This is an optimization exercise on Yosys and OpenROAD, whose aim is small area, a short achievable clock period and few clock cycles per item, not a production implementation. In this exercise RTL edits were held to simulation tests only and were not proved equivalent to the original. No activity file was given, so power comes from the tool's default toggle rates.

## cvu_contexts
module cvu_contexts (
    input  wire        clk,
    input  wire        rst,
    input  wire        req_valid,
    output wire        req_ready,
    input  wire        req_write,
    input  wire [7:0]  req_waddr,
    input  wire [31:0] req_wdata,
    input  wire [3:0]  req_be,
    output wire        rsp_valid,
    output wire [31:0] rsp_rdata
);
    localparam [2:0] R_CFG    = 3'd0;
    localparam [2:0] R_CMD    = 3'd1;
    localparam [2:0] R_FEED   = 3'd2;
    localparam [2:0] R_STATE  = 3'd3;
    localparam [2:0] R_RESULT = 3'd4;
    localparam [2:0] R_COUNT  = 3'd5;
    localparam [1:0] ALG_CRC32  = 2'd1;
    localparam [1:0] ALG_CRC16  = 2'd2;
    function [31:0] f_c32c_1;
        input [31:0] s;
        input [7:0] b;
        input [7:0] c;
        begin
            f_c32c_1[0] = b[0] ^ b[1] ^ b[2] ^ b[3] ^ b[4] ^ s[0] ^ s[1] ^ s[2] ^ s[3] ^ s[4] ^ s[8];
            f_c32c_1[1] = b[0] ^ b[1] ^ b[2] ^ b[3] ^ b[4] ^ b[5] ^ s[0] ^ s[1] ^ s[2] ^ s[3] ^ s[4] ^ s[5] ^ s[9];
            f_c32c_1[2] = b[1] ^ b[2] ^ b[3] ^ b[4] ^ b[5] ^ b[6] ^ s[1] ^ s[2] ^ s[3] ^ s[4] ^ s[5] ^ s[6] ^ s[10];
            f_c32c_1[3] = b[2] ^ b[3] ^ b[4] ^ b[5] ^ b[6] ^ b[7] ^ s[2] ^ s[3] ^ s[4] ^ s[5] ^ s[6] ^ s[7] ^ s[11];
            f_c32c_1[4] = b[1] ^ b[2] ^ b[5] ^ b[6] ^ b[7] ^ s[1] ^ s[2] ^ s[5] ^ s[6] ^ s[7] ^ s[12];
            f_c32c_1[5] = b[1] ^ b[4] ^ b[6] ^ b[7] ^ s[1] ^ s[4] ^ s[6] ^ s[7] ^ s[13];
            f_c32c_1[6] = b[1] ^ b[3] ^ b[4] ^ b[5] ^ b[7] ^ s[1] ^ s[3] ^ s[4] ^ s[5] ^ s[7] ^ s[14];
            f_c32c_1[7] = b[1] ^ b[3] ^ b[5] ^ b[6] ^ s[1] ^ s[3] ^ s[5] ^ s[6] ^ s[15];
            f_c32c_1[8] = b[0] ^ b[2] ^ b[4] ^ b[6] ^ b[7] ^ s[0] ^ s[2] ^ s[4] ^ s[6] ^ s[7] ^ s[16];
            f_c32c_1[9] = b[0] ^ b[2] ^ b[4] ^ b[5] ^ b[7] ^ s[0] ^ s[2] ^ s[4] ^ s[5] ^ s[7] ^ s[17];
            f_c32c_1[10] = b[2] ^ b[4] ^ b[5] ^ b[6] ^ s[2] ^ s[4] ^ s[5] ^ s[6] ^ s[18];
  ...
Size in the first run: roughly 4900 cells after synthesis, roughly 1500 flip-flops, ~66000 um2 of cells after synthesis.
clock: 8.0 ns
lec_check: 0
cap_margin: 20
core_margin: 2
core_utilization: 45
cts_buf_list: sky130_fd_sc_hd__clkbuf_16
cts_cluster_diameter: 60
cts_cluster_size: 30
place_density: 0.6
setup_slack_margin: 4.8
slew_margin: 20
run.sh (not shown) runs the stock make flow with config.mk's settings and CLKGATE_MAP_FILE= SYNTH_SCRIPT=/design/flow/synth_recipe.tcl, a recipe that flattens the netlist after the stock synthesis.
The first run produced a clean layout.
Testbench counts at the start, summed over its fixed seeds: cycles 24,624, accesses 24,000.
Then changed:
- CTS_BUF_LIST: sky130_fd_sc_hd__clkbuf_16 -> sky130_fd_sc_hd__clkbuf_8
- CTS_CLUSTER_DIAMETER: 60 -> 40
- CTS_CLUSTER_SIZE: 30 -> 16
Result:
- wire length increases by 1.1%
- worst hold slack gains 11 ps
- global-route usage increases by 0.30 points
- register-to-register slack barely changes
- total power increases by 1.1%
- final area increases by 0.82%
Then changed:
- CTS_BUF_LIST: sky130_fd_sc_hd__clkbuf_8 -> sky130_fd_sc_hd__clkbuf_16
- CTS_CLUSTER_DIAMETER: 40 -> 60
- CTS_CLUSTER_SIZE: 16 -> 30
- SETUP_SLACK_MARGIN: 4.8 -> 5.0
Outcome:
- flip-flop and latch count stays the same
- design area goes up slightly
- utilization grows by 0.81 points
- setup slack gets better by 140 ps
- global-route usage falls by 0.45 points
- fmax grows by a few percent
- sequential share of layout area went down by 0.84 points
- count of clock-buffer cells in the layout fell by 84
- wire length rises slightly

* * *

cvu_contexts, a different RTL version from the one above (not shown whole).
Size: roughly 4,900 cells after synthesis, roughly 1,500 flip-flops, roughly 0.065 mm^2 of cells after synthesis.
Settings: LEC_CHECK=0, CAP_MARGIN=20, CORE_MARGIN=2, CORE_UTILIZATION=60, CTS_BUF_LIST=sky130_fd_sc_hd__clkbuf_16, CTS_CLUSTER_DIAMETER=60, CTS_CLUSTER_SIZE=30, PLACE_DENSITY=0.72, SETUP_SLACK_MARGIN=5.0, SLEW_MARGIN=20; clock period 8.0 ns.
The first run produced a clean layout.
Testbench counts at the start, summed over its fixed seeds: cycles 24,624, accesses 24,000.
Edit:
--- a/flow/config.mk
+++ b/flow/config.mk
@@ -10 +10 @@
-export CORE_UTILIZATION = 60
+export CORE_UTILIZATION = 55
@@ -14 +14 @@
-export PLACE_DENSITY = 0.72
+export PLACE_DENSITY = 0.68
Result: The changed run completed without violations; cell area is higher by 0.50%; global-route usage is lower by 2.7 points; setup slack improves by 28 ps; sequential power hardly moves.

==> separate check: timing with driven ports <==
In the flow no input, the clock included, has a driving cell. The finished layouts below were timed again as built, in two steps. Step 1 sets driving cells, clkbuf_16 on the clock port and buf_2 on the other inputs (assumed; they add their load-dependent delay and slew). Step 2 adds t to the input delays and takes it off the output delays; t is the mean of the earliest and latest rising clock arrival at the registers after step 1. Input paths then give back, and output paths get back, about the clock's delay inside the block. Slacks: ideal ports / drivers / drivers and shift; pairs: ideal ports / drivers.
run | shift t [ns] | setup slack, ns | hold WS [ns] | worst setup path at the end | latest minus earliest clock arrival (ns)
the first run of note 1 | 0.836 | 4.735 / 4.735 / 4.081 | 0.334 / 0.334 / 0.334 | input to register | 0.065 / 0.065
the second run of note 1 | 1.002 | 4.745 / 4.745 / 3.873 | 0.346 / 0.346 / 0.346 | input to register | 0.079 / 0.079
the third run of note 1 | 0.831 | 4.886 / 4.886 / 4.133 | 0.338 / 0.338 / 0.338 | input to register | 0.073 / 0.073
the first run of note 2 | 0.809 | 4.903 / 4.903 / 4.286 | 0.333 / 0.333 / 0.333 | input to register | 0.037 / 0.038
the second run of note 2 | 0.818 | 4.931 / 4.931 / 4.153 | 0.320 / 0.320 / 0.320 | input to register | 0.065 / 0.065
After both steps setup and hold are still met in every run listed. The setup slack of the second run of note 1, which loses most, moves by 0.000 ns with the drivers and by -0.872 ns with both steps.
